This is an optimization exercise on Yosys and OpenROAD, whose aim is small area and a short achievable clock period, not a production implementation. In this exercise RTL edits were held to simulation tests only and were not proved equivalent to the original.

==> inputs of job 701 <==
==> flow/design.v <==
module hbm_pair_enc (
  input  wire [73:0] x,
  output wire [6:0]  hs,
  output wire        px,
  output wire        pe           
);
  function automatic [6:0] info_pos(input integer j);
    integer p, cnt;
    begin
      info_pos = 7'd0;
      cnt = 0;
      for (p = 3; p <= 91; p = p + 1) begin
        if ((p & (p - 1)) != 0) begin
          if (cnt == j) info_pos = p[6:0];
          cnt = cnt + 1;
        end
      end
    end
  endfunction
  function automatic [73:0] col_mask(input integer b);
    integer j;
    reg [6:0] p;
    begin
      col_mask = 74'd0;
      for (j = 0; j < 74; j = j + 1) begin
        p = info_pos(j);
        col_mask[j] = (p[2:0] == b);
      end
    end
  endfunction
  function automatic [73:0] row_mask(input integer a);
    integer j;
    reg [6:0] p;
    begin
      row_mask = 74'd0;
      for (j = 0; j < 74; j = j + 1) begin
        p = info_pos(j);
        row_mask[j] = (p[6:3] == a);
      end
    end
  endfunction
  wire [7:0]  col;
  wire [10:0] row;
  genvar k;
  generate
    for (k = 0; k < 8; k = k + 1) begin : g_col
      localparam [73:0] CM = col_mask(k);
      assign col[k] = ^(x & CM);
    end
    for (k = 0; k < 11; k = k + 1) begin : g_row
      localparam [73:0] RM = row_mask(k);
      assign row[k] = ^(x & RM);
    end
  endgenerate
  assign hs[0] = col[1] ^ col[3] ^ col[5] ^ col[7];
  assign hs[1] = col[2] ^ col[3] ^ col[6] ^ col[7];
  assign hs[2] = col[4] ^ col[5] ^ col[6] ^ col[7];
  assign hs[3] = row[1] ^ row[3] ^ row[5] ^ row[7] ^ row[9];
  assign hs[4] = row[2] ^ row[3] ^ row[6] ^ row[7] ^ row[10];
  assign hs[5] = row[4] ^ row[5] ^ row[6] ^ row[7];
  assign hs[6] = row[8] ^ row[9] ^ row[10];
  assign px    = ^col;
  assign pe    = col[0] ^ col[3] ^ col[5] ^ col[6]
               ^ row[1] ^ row[2] ^ row[4] ^ row[7] ^ row[8];
endmodule
module hbm_fold_enc (
  input  wire [9:0] f,
  output wire [6:0] hs,
  output wire       px,
  output wire       pe
);
  assign hs[0] = f[1] ^ f[3] ^ f[5] ^ f[7] ^ f[9];
  assign hs[1] = f[0] ^ f[1] ^ f[4] ^ f[5] ^ f[8] ^ f[9];
  assign hs[2] = f[2] ^ f[3] ^ f[4] ^ f[5];
  assign hs[3] = f[6] ^ f[7] ^ f[8] ^ f[9];
  assign hs[4] = ^f;
  assign hs[5] = 1'b0;
  assign hs[6] = ^f;
  assign px    = ^f;
  assign pe    = f[1] ^ f[3] ^ f[4] ^ f[7] ^ f[8];
endmodule
module hbm_addr_enc (
  input  wire [32:0] l,
  output wire [6:0]  hs,
  output wire        pe
);
  function automatic [32:0] lmask(input [9:0] fm);
    integer i;
    begin
      for (i = 0; i < 33; i = i + 1) lmask[i] = fm[i % 10];
    end
  endfunction
  assign hs[0] = ^(l & lmask(10'b1010101010));
  assign hs[1] = ^(l & lmask(10'b1100110011));
  assign hs[2] = ^(l & lmask(10'b0000111100));
  assign hs[3] = ^(l & lmask(10'b1111000000));
  assign hs[4] = ^l;
  assign hs[5] = 1'b0;
  assign hs[6] = ^l;
  assign pe    = ^(l & lmask(10'b0110011010));
endmodule
module hbm_pair_dec (
  input  wire [6:0]  hs,          
  input  wire        px,          
  input  wire [6:0]  fhs,         
  input  wire        fpx,         
  input  wire [7:0]  stored,      
  input  wire [1:0]  pois,        
  input  wire [1:0]  wr,          
  output wire [6:0]  s,           
  output wire        en,          
  output wire [1:0]  cpois,       
  output wire        p,           
  output wire        unc,         
  output wire        afault       
);
  assign s = hs ^ fhs ^ stored[6:0];
  assign p = px ^ fpx ^ (^stored);
  wire zero   = (s == 7'd0);
  wire big    = s[6] & (s[5] | (s[4] & s[3] & s[2]));                     
  wire foldp  = s[6] & !s[5] & s[4] & (s[3] ? !s[2] : (s[1] | s[2]));     
  assign unc    = p ? big : !zero;
  assign afault = p & foldp;
  wire pow2  = (s[6:0] & (s[6:0] - 7'd1)) == 7'd0;
  wire data  = !pow2 && (s <= 7'd79);
  wire word1 = (s >= 7'd43);
  assign en = data && (word1 ? !wr[1] : !wr[0]);
  assign cpois[0] = pois[0] ^ (s == 7'd80);
  assign cpois[1] = pois[1] ^ (s == 7'd81);
endmodule
module hbm_line_codec (
  input  wire         clk,
  input  wire         rst,            
  input  wire         in_valid,
  input  wire         in_write,       
  input  wire [5:0]   in_mask,        
  input  wire [32:0]  in_addr,        
  input  wire [255:0] in_line,        
  input  wire [215:0] in_wdata,       
  output reg          out_valid,
  output reg  [1:0]   out_class,      
  output wire         out_status,     
  output wire [5:0]   out_word_err,   
  output wire [215:0] out_data,       
  output reg          out_wb,         
  output wire [255:0] out_line        
);
  function automatic [6:0] info_pos(input integer j);
    integer p, cnt;
    begin
      info_pos = 7'd0;
      cnt = 0;
      for (p = 3; p <= 91; p = p + 1) begin
        if ((p & (p - 1)) != 0) begin
          if (cnt == j) info_pos = p[6:0];
          cnt = cnt + 1;
        end
      end
    end
  endfunction
  wire [9:0] fold  = in_addr[9:0] ^ in_addr[19:10] ^ in_addr[29:20] ^ {7'd0, in_addr[32:30]};
  wire [9:0] fdiff = fold ^ in_line[255:246];
  wire [4:0] a1, a2;
  genvar i, j;
  generate
    for (i = 0; i < 5; i = i + 1) begin : g_fd
      assign a1[i] = fdiff[2*i] | fdiff[2*i + 1];
      assign a2[i] = fdiff[2*i] & fdiff[2*i + 1];
    end
  endgenerate
  wire b1 = a1[0] | a1[1];
  wire b2 = a2[0] | a2[1] | (a1[0] & a1[1]);
  wire c1 = a1[2] | a1[3] | a1[4];
  wire c2 = a2[2] | a2[3] | a2[4] | (a1[2] & a1[3]) | (a1[4] & (a1[2] | a1[3]));
  wire fd2 = b2 | c2 | (b1 & c1);
  wire fd1 = (b1 | c1) & !fd2;
  wire [6:0] fhs;
  wire       fpe;
  hbm_addr_enc u_aenc (.l(in_addr), .hs(fhs), .pe(fpe));
  wire       fpx = fhs[4];    
  wire       wr [0:5];
  generate
    for (i = 0; i < 6; i = i + 1) begin : g_wr
      assign wr[i] = in_write & in_mask[i];
    end
  endgenerate
  wire [6:0] syn [0:2];
  wire [2:0] en;
  wire [5:0] cpois;
  wire [2:0] pp, unc, afault;
  generate
    for (i = 0; i < 3; i = i + 1) begin : g_dec
      wire [6:0] hs;
      wire       px, pe;
      hbm_pair_enc u_enc (
        .x  ({in_line[216 + 10*i + 9 : 216 + 10*i + 8], in_line[72*i + 71 : 72*i]}),
        .hs (hs),
        .px (px),
        .pe (pe)
      );
      hbm_pair_dec u_dec (
        .hs     (hs),
        .px     (px),
        .fhs    (fhs),
        .fpx    (fpx),
        .stored (in_line[216 + 10*i + 7 : 216 + 10*i]),
        .pois   (in_line[216 + 10*i + 9 : 216 + 10*i + 8]),
        .wr     ({wr[2*i + 1], wr[2*i]}),
        .s      (syn[i]),
        .en     (en[i]),
        .cpois  (cpois[2*i + 1 : 2*i]),
        .p      (pp[i]),
        .unc    (unc[i]),
        .afault (afault[i])
      );
    end
  endgenerate
  wire any_addr   = (|afault) | fd2;
  wire any_uncorr = |unc;
  wire any_corr   = (|pp) | fd1;
  wire full_write = in_write & (&in_mask);
  wire [215:0] new_data;
  wire [7:0]   chk [0:2];
  generate
    for (i = 0; i < 6; i = i + 1) begin : g_mrg
      assign new_data[36*i +: 36] = wr[i] ? in_wdata[36*i +: 36] : in_line[36*i +: 36];
    end
    for (i = 0; i < 3; i = i + 1) begin : g_chk
      wire [6:0] hs;
      wire       px, pe;
      hbm_pair_enc u_enc (
        .x  ({2'b00, new_data[72*i + 71 : 72*i]}),
        .hs (hs),
        .px (px),
        .pe (pe)
      );
      assign chk[i] = {pe ^ fpe, hs ^ fhs};
    end
  endgenerate
  reg [215:0] r_ndata;    
  wire [215:0] r_data = ~r_ndata;
  reg [9:0]   r_fold;
  reg [7:0]   r_chk [0:2];
  reg [6:0]   r_syn [0:2];
  reg [2:0]   r_en;
  reg [5:0]   r_cpois;    
  reg [5:0]   r_nwr;      
  reg         r_addr, r_unc, r_corr, r_full, r_write;
  integer w;
  always @(posedge clk) begin
    if (rst) out_valid <= 1'b0;
    else     out_valid <= in_valid;
    r_ndata   <= ~new_data;
    r_fold    <= fold;
    r_chk[0]  <= chk[0];
    r_chk[1]  <= chk[1];
    r_chk[2]  <= chk[2];
    r_syn[0]  <= syn[0];
    r_syn[1]  <= syn[1];
    r_syn[2]  <= syn[2];
    r_en      <= en;
    for (w = 0; w < 6; w = w + 1) begin
      r_cpois[w] <= !wr[w] & cpois[w];
      r_nwr[w]   <= !wr[w];
    end
    r_addr    <= any_addr;
    r_unc     <= any_uncorr;
    r_corr    <= any_corr;
    r_full    <= full_write;
    r_write   <= in_write;
  end
  wire bad = r_addr | r_unc;
  always @* begin
    if (r_full)      out_class = 2'd0;    
    else if (r_addr) out_class = 2'd3;
    else if (r_unc)  out_class = 2'd2;
    else if (r_corr) out_class = 2'd1;
    else             out_class = 2'd0;
    out_wb = r_write | (out_class == 2'd1);
  end
  wire [5:0] pois = r_cpois | ({6{bad}} & r_nwr);
  wire [215:0] data;
  wire [7:0]   check [0:2];
  generate
    for (i = 0; i < 3; i = i + 1) begin : g_fix
      wire [6:0] s = r_syn[i];
      wire       e = r_en[i] & !bad;
      wire [7:0]  lo;
      wire [15:0] hi;
      for (j = 0; j < 8; j = j + 1) begin : g_lo
        assign lo[j] = e & (s[2:0] == j);
      end
      for (j = 0; j < 16; j = j + 1) begin : g_hi
        assign hi[j] = (s[6:3] == j);
      end
      for (j = 0; j < 72; j = j + 1) begin : g_bit
        localparam [6:0] POS = info_pos(j);
        assign data[72*i + j] = r_data[72*i + j] ^ (lo[POS[2:0]] & hi[POS[6:3]]);
      end
      wire p0 = pois[2*i];
      wire p1 = pois[2*i + 1];
      wire seven = e & !(^s);
      assign check[i][6:0] = r_chk[i][6:0] ^ (s & {7{e}})
                           ^ {p0 ^ p1, 1'b0, p0 ^ p1, 3'b000, p1};
      assign check[i][7]   = r_chk[i][7] ^ seven ^ p0;
    end
  endgenerate
  assign out_line = {r_fold,
                     pois[5:4], check[2],
                     pois[3:2], check[1],
                     pois[1:0], check[0],
                     data};
  assign out_data     = data;
  assign out_word_err = pois;
  assign out_status   = out_class[1];
endmodule
==> flow/flow/run.sh <==
#!/bin/bash
# Layout flow: the standard flow, with the smallest buffer on the ports,
# the pins one routing track apart, a lighter clock tree, and timing repair
# aimed at a setup slack of 5.3 ns.
# Each ORFS step writes its full log under orfs/logs/; make's own output goes
# to standard.log.
set -euo pipefail
bash standard.sh BUFFER_PORTS_ARGS="-buffer_cell sky130_fd_sc_hd__buf_1" \
  SETUP_SLACK_MARGIN=5.2 PLACE_PINS_ARGS="-min_distance 1 -min_distance_in_tracks" \
  CTS_ARGS="-sink_clustering_enable -repair_clock_nets -dont_use_dummy_load -buf_list {sky130_fd_sc_hd__clkbuf_8} -sink_clustering_size 16 -sink_clustering_max_diameter 60" \
  finish > standard.log 2>&1
==> flow/standard.sh <==
#!/bin/bash
# synth_recipe.tcl (not shown) runs the flow's synth.tcl, then flattens the netlist and writes it again
# the make line also repeats each setting of config.mk as NAME=value (left out here)
make -C /OpenROAD-flow-scripts/flow DESIGN_CONFIG=/design/flow/config.mk WORK_HOME=/design/flow/orfs CLKGATE_MAP_FILE= SYNTH_SCRIPT=/design/flow/synth_recipe.tcl "${@:-finish}"
==> flow/config.mk <==
export PLATFORM = sky130hd
export DESIGN_NAME = hbm_line_codec
export DESIGN_NICKNAME = hbm_line_codec
export VERILOG_FILES = /design/flow/design.v
export SDC_FILE = /design/flow/constraint.sdc
export NUM_CORES = 4
export LEC_CHECK = 0
export CAP_MARGIN = 20
export CORE_AREA = 4 4 246 246
export DIE_AREA = 0 0 250 250
export SETUP_SLACK_MARGIN = 5
export SLEW_MARGIN = 20
==> flow/constraint.sdc <==
create_clock -name core_clock -period 10.0 [get_ports {clk}]
set_input_delay 2.0000 -clock core_clock [delete_from_list [all_inputs] [get_ports {clk}]]
set_output_delay 2.0000 -clock core_clock [all_outputs]
set_load 0.01 [all_outputs]
==> inputs of job 6400, as changes to job 701 <==
--- a/flow/design.v
+++ b/flow/design.v
@@ -80,24 +80,4 @@
   assign pe    = f[1] ^ f[3] ^ f[4] ^ f[7] ^ f[8];
 endmodule
-module hbm_addr_enc (
-  input  wire [32:0] l,
-  output wire [6:0]  hs,
-  output wire        pe
-);
-  function automatic [32:0] lmask(input [9:0] fm);
-    integer i;
-    begin
-      for (i = 0; i < 33; i = i + 1) lmask[i] = fm[i % 10];
-    end
-  endfunction
-  assign hs[0] = ^(l & lmask(10'b1010101010));
-  assign hs[1] = ^(l & lmask(10'b1100110011));
-  assign hs[2] = ^(l & lmask(10'b0000111100));
-  assign hs[3] = ^(l & lmask(10'b1111000000));
-  assign hs[4] = ^l;
-  assign hs[5] = 1'b0;
-  assign hs[6] = ^l;
-  assign pe    = ^(l & lmask(10'b0110011010));
-endmodule
 module hbm_pair_dec (
   input  wire [6:0]  hs,          
@@ -108,6 +88,6 @@
   input  wire [1:0]  pois,        
   input  wire [1:0]  wr,          
-  output wire [6:0]  s,           
-  output wire        en,          
+  input  wire        kill,        
+  output wire [6:0]  seff,        
   output wire [1:0]  cpois,       
   output wire        p,           
@@ -115,5 +95,5 @@
   output wire        afault       
 );
-  assign s = hs ^ fhs ^ stored[6:0];
+  wire [6:0] s = hs ^ fhs ^ stored[6:0];
   assign p = px ^ fpx ^ (^stored);
   wire zero   = (s == 7'd0);
@@ -125,5 +105,6 @@
   wire data  = !pow2 && (s <= 7'd79);
   wire word1 = (s >= 7'd43);
-  assign en = data && (word1 ? !wr[1] : !wr[0]);
+  wire en    = !kill && data && (word1 ? !wr[1] : !wr[0]);
+  assign seff = s & {7{en}};
   assign cpois[0] = pois[0] ^ (s == 7'd80);
   assign cpois[1] = pois[1] ^ (s == 7'd81);
@@ -176,7 +157,6 @@
   wire fd1 = (b1 | c1) & !fd2;
   wire [6:0] fhs;
-  wire       fpe;
-  hbm_addr_enc u_aenc (.l(in_addr), .hs(fhs), .pe(fpe));
-  wire       fpx = fhs[4];    
+  wire       fpx, fpe;
+  hbm_fold_enc u_fenc (.f(fold), .hs(fhs), .px(fpx), .pe(fpe));
   wire       wr [0:5];
   generate
@@ -185,8 +165,8 @@
     end
   endgenerate
-  wire [6:0] syn [0:2];
-  wire [2:0] en;
+  wire [6:0] seff [0:2];
   wire [5:0] cpois;
   wire [2:0] pp, unc, afault;
+  wire       bad;
   generate
     for (i = 0; i < 3; i = i + 1) begin : g_dec
@@ -207,6 +187,6 @@
         .pois   (in_line[216 + 10*i + 9 : 216 + 10*i + 8]),
         .wr     ({wr[2*i + 1], wr[2*i]}),
-        .s      (syn[i]),
-        .en     (en[i]),
+        .kill   (bad),
+        .seff   (seff[i]),
         .cpois  (cpois[2*i + 1 : 2*i]),
         .p      (pp[i]),
@@ -220,97 +200,74 @@
   wire any_corr   = (|pp) | fd1;
   wire full_write = in_write & (&in_mask);
-  wire [215:0] new_data;
-  wire [7:0]   chk [0:2];
-  generate
-    for (i = 0; i < 6; i = i + 1) begin : g_mrg
-      assign new_data[36*i +: 36] = wr[i] ? in_wdata[36*i +: 36] : in_line[36*i +: 36];
-    end
-    for (i = 0; i < 3; i = i + 1) begin : g_chk
+  assign bad      = any_addr | any_uncorr;
+  wire [1:0] line_class = full_write ? 2'd0 :
+                          any_addr   ? 2'd3 :
+                          any_uncorr ? 2'd2 :
+                          any_corr   ? 2'd1 : 2'd0;
+  reg [215:0] new_data;
+  reg [5:0]   new_pois;
+  integer w;
+  always @* begin
+    for (w = 0; w < 6; w = w + 1) begin
+      new_data[36*w +: 36] = wr[w] ? in_wdata[36*w +: 36] : in_line[36*w +: 36];
+      new_pois[w]          = !wr[w] & (bad | cpois[w]);
+    end
+  end
+  reg [215:0] r_data;
+  reg [5:0]   r_pois;
+  reg [9:0]   r_fold;
+  reg [6:0]   r_seff [0:2];
+  always @(posedge clk) begin
+    if (rst) out_valid <= 1'b0;
+    else     out_valid <= in_valid;
+    out_class <= line_class;
+    out_wb    <= in_write | (line_class == 2'd1);
+    r_data    <= new_data;
+    r_pois    <= new_pois;
+    r_fold    <= fold;
+    r_seff[0] <= seff[0];
+    r_seff[1] <= seff[1];
+    r_seff[2] <= seff[2];
+  end
+  wire [6:0] rfhs;
+  wire       rfpx, rfpe;
+  hbm_fold_enc u_rfenc (.f(r_fold), .hs(rfhs), .px(rfpx), .pe(rfpe));
+  wire [215:0] data;
+  wire [7:0]   check [0:2];
+  generate
+    for (i = 0; i < 3; i = i + 1) begin : g_enc
       wire [6:0] hs;
       wire       px, pe;
       hbm_pair_enc u_enc (
-        .x  ({2'b00, new_data[72*i + 71 : 72*i]}),
+        .x  ({r_pois[2*i + 1 : 2*i], r_data[72*i + 71 : 72*i]}),
         .hs (hs),
         .px (px),
         .pe (pe)
       );
-      assign chk[i] = {pe ^ fpe, hs ^ fhs};
-    end
-  endgenerate
-  reg [215:0] r_ndata;    
-  wire [215:0] r_data = ~r_ndata;
-  reg [9:0]   r_fold;
-  reg [7:0]   r_chk [0:2];
-  reg [6:0]   r_syn [0:2];
-  reg [2:0]   r_en;
-  reg [5:0]   r_cpois;    
-  reg [5:0]   r_nwr;      
-  reg         r_addr, r_unc, r_corr, r_full, r_write;
-  integer w;
-  always @(posedge clk) begin
-    if (rst) out_valid <= 1'b0;
-    else     out_valid <= in_valid;
-    r_ndata   <= ~new_data;
-    r_fold    <= fold;
-    r_chk[0]  <= chk[0];
-    r_chk[1]  <= chk[1];
-    r_chk[2]  <= chk[2];
-    r_syn[0]  <= syn[0];
-    r_syn[1]  <= syn[1];
-    r_syn[2]  <= syn[2];
-    r_en      <= en;
-    for (w = 0; w < 6; w = w + 1) begin
-      r_cpois[w] <= !wr[w] & cpois[w];
-      r_nwr[w]   <= !wr[w];
-    end
-    r_addr    <= any_addr;
-    r_unc     <= any_uncorr;
-    r_corr    <= any_corr;
-    r_full    <= full_write;
-    r_write   <= in_write;
-  end
-  wire bad = r_addr | r_unc;
-  always @* begin
-    if (r_full)      out_class = 2'd0;    
-    else if (r_addr) out_class = 2'd3;
-    else if (r_unc)  out_class = 2'd2;
-    else if (r_corr) out_class = 2'd1;
-    else             out_class = 2'd0;
-    out_wb = r_write | (out_class == 2'd1);
-  end
-  wire [5:0] pois = r_cpois | ({6{bad}} & r_nwr);
-  wire [215:0] data;
-  wire [7:0]   check [0:2];
-  generate
-    for (i = 0; i < 3; i = i + 1) begin : g_fix
-      wire [6:0] s = r_syn[i];
-      wire       e = r_en[i] & !bad;
+      wire [6:0] s = r_seff[i];
       wire [7:0]  lo;
       wire [15:0] hi;
       for (j = 0; j < 8; j = j + 1) begin : g_lo
-        assign lo[j] = e & (s[2:0] == j);
+        assign lo[j] = (s[2:0] == j);
       end
       for (j = 0; j < 16; j = j + 1) begin : g_hi
         assign hi[j] = (s[6:3] == j);
       end
-      for (j = 0; j < 72; j = j + 1) begin : g_bit
+      for (j = 0; j < 72; j = j + 1) begin : g_fix
         localparam [6:0] POS = info_pos(j);
         assign data[72*i + j] = r_data[72*i + j] ^ (lo[POS[2:0]] & hi[POS[6:3]]);
       end
-      wire p0 = pois[2*i];
-      wire p1 = pois[2*i + 1];
-      wire seven = e & !(^s);
-      assign check[i][6:0] = r_chk[i][6:0] ^ (s & {7{e}})
-                           ^ {p0 ^ p1, 1'b0, p0 ^ p1, 3'b000, p1};
-      assign check[i][7]   = r_chk[i][7] ^ seven ^ p0;
+      wire seven = (s != 7'd0) & !(^s);
+      assign check[i][6:0] = hs ^ rfhs ^ s;
+      assign check[i][7]   = pe ^ rfpe ^ seven;
     end
   endgenerate
   assign out_line = {r_fold,
-                     pois[5:4], check[2],
-                     pois[3:2], check[1],
-                     pois[1:0], check[0],
+                     r_pois[5:4], check[2],
+                     r_pois[3:2], check[1],
+                     r_pois[1:0], check[0],
                      data};
   assign out_data     = data;
-  assign out_word_err = pois;
+  assign out_word_err = r_pois;
   assign out_status   = out_class[1];
 endmodule
==> flow/run.sh (new file) <==
#!/bin/bash
# synth_recipe.tcl (not shown) runs the flow's synth.tcl, then flattens the netlist and writes it again
# the make line also repeats each setting of config.mk as NAME=value (left out here)
make -C /OpenROAD-flow-scripts/flow DESIGN_CONFIG=/design/flow/config.mk WORK_HOME=/design/flow/orfs CLKGATE_MAP_FILE= SYNTH_SCRIPT=/design/flow/synth_recipe.tcl finish
CORE_AREA = 4 4 346 346   (was 4 4 246 246)
DIE_AREA = 0 0 350 350   (was 0 0 250 250)
SETUP_SLACK_MARGIN = default   (was 5)
removed: flow/flow/run.sh
removed: flow/standard.sh
==> inputs of job 7221, as changes to job 701 <==
--- a/flow/flow/run.sh
+++ b/flow/flow/run.sh
@@ -7,5 +7,5 @@
 set -euo pipefail
 bash standard.sh BUFFER_PORTS_ARGS="-buffer_cell sky130_fd_sc_hd__buf_1" \
-  SETUP_SLACK_MARGIN=5.2 PLACE_PINS_ARGS="-min_distance 1 -min_distance_in_tracks" \
+  SETUP_SLACK_MARGIN=5.3 PLACE_PINS_ARGS="-min_distance 1 -min_distance_in_tracks" \
   CTS_ARGS="-sink_clustering_enable -repair_clock_nets -dont_use_dummy_load -buf_list {sky130_fd_sc_hd__clkbuf_8} -sink_clustering_size 16 -sink_clustering_max_diameter 60" \
   finish > standard.log 2>&1
PLACE_DENSITY = 0.45   (was default)
==> run summary <==
Worst-path fanout max: job 7221 7; job 6400 18; job 701 7
Fraction of standard cell area in multi-input logic: job 7221 58.9%; job 6400 48.4%; job 701 59.2%
Tightest Pin Transition: job 7221 0.872 ns; job 6400 1.07 ns; job 701 1.07 ns
Critical path start-end classification: job 7221 flip-flop to output port; job 6400 input port to flip-flop; job 701 flip-flop to output port
Fraction of area in registers: job 7221 20.7%; job 6400 14.3%; job 701 20.9%
Worst slack at placement: job 7221 4.45 ns; job 6400 3.37 ns; job 701 4.60 ns
Complex-gate fraction of the synthesized area: job 7221 1.51%; job 6400 2.03%; job 701 1.51%
Met1 track demand over resource: job 7221 38.8%; job 6400 29.5%; job 701 37.0%
Worst setup path startpoint: job 7221 r_syn[1][5]; job 6400 in_addr[22]; job 701 r_syn[2][5]
Taps Inserted: job 7221 765; job 6400 1,524; job 701 765
Die boundary height: job 7221 250 µm; job 6400 350 µm; job 701 250 µm
Synthesized-area fraction occupied by adder cells: job 7221 0.750%; job 6400 1.12%; job 701 0.750%
Run status: job 7221 no timing/DRC/antenna violations; job 6400 no timing/DRC/antenna violations; job 701 no timing/DRC/antenna violations
Detailed route wirelength on metal3: job 7221 6570 µm; job 6400 9620 µm; job 701 8910 µm
Width of the die: job 7221 250 µm; job 6400 350 µm; job 701 250 µm
Final worst hold slack: job 7221 1.54 ns; job 6400 1.97 ns; job 701 1.57 ns
Final worst path period share: job 7221 46.8%; job 6400 60.2%; job 701 47.7%
Total Die Area: job 7221 0.0625 mm²; job 6400 0.123 mm²; job 701 0.0625 mm²

port drivers added, routing unchanged:
The results above use ideal ports. As a check the final layouts listed here were re-extracted and re-timed, cells and wires unchanged. Step 1, drivers: a clkbuf_16 drives clk and a buf_2 each remaining input, both assumed. Step 2 moves the port delays by t, midway between the first and last clock arrival at a register: inputs arrive t later, outputs are due t later. That takes back most of the time a late clock gives input paths. Slacks: no drivers / after step 1 / after step 2; pairs: no drivers / after step 1.
run	shift t [ns]	slack for setup (ns)	worst data-port slew with drivers (ns)	cell pins on the clock port's net
job 701	0.642	5.229 / 5.171 / 4.717	0.10	1
job 6400	0.637	3.984 / 3.987 / 3.373	0.24	1
job 7221	0.661	5.317 / 5.258 / 4.739	0.12	1
After both steps every run listed still meets setup and hold. The setup slack of job 6400, which loses most, moves by +0.003 ns with the drivers and by -0.611 ns with both steps.
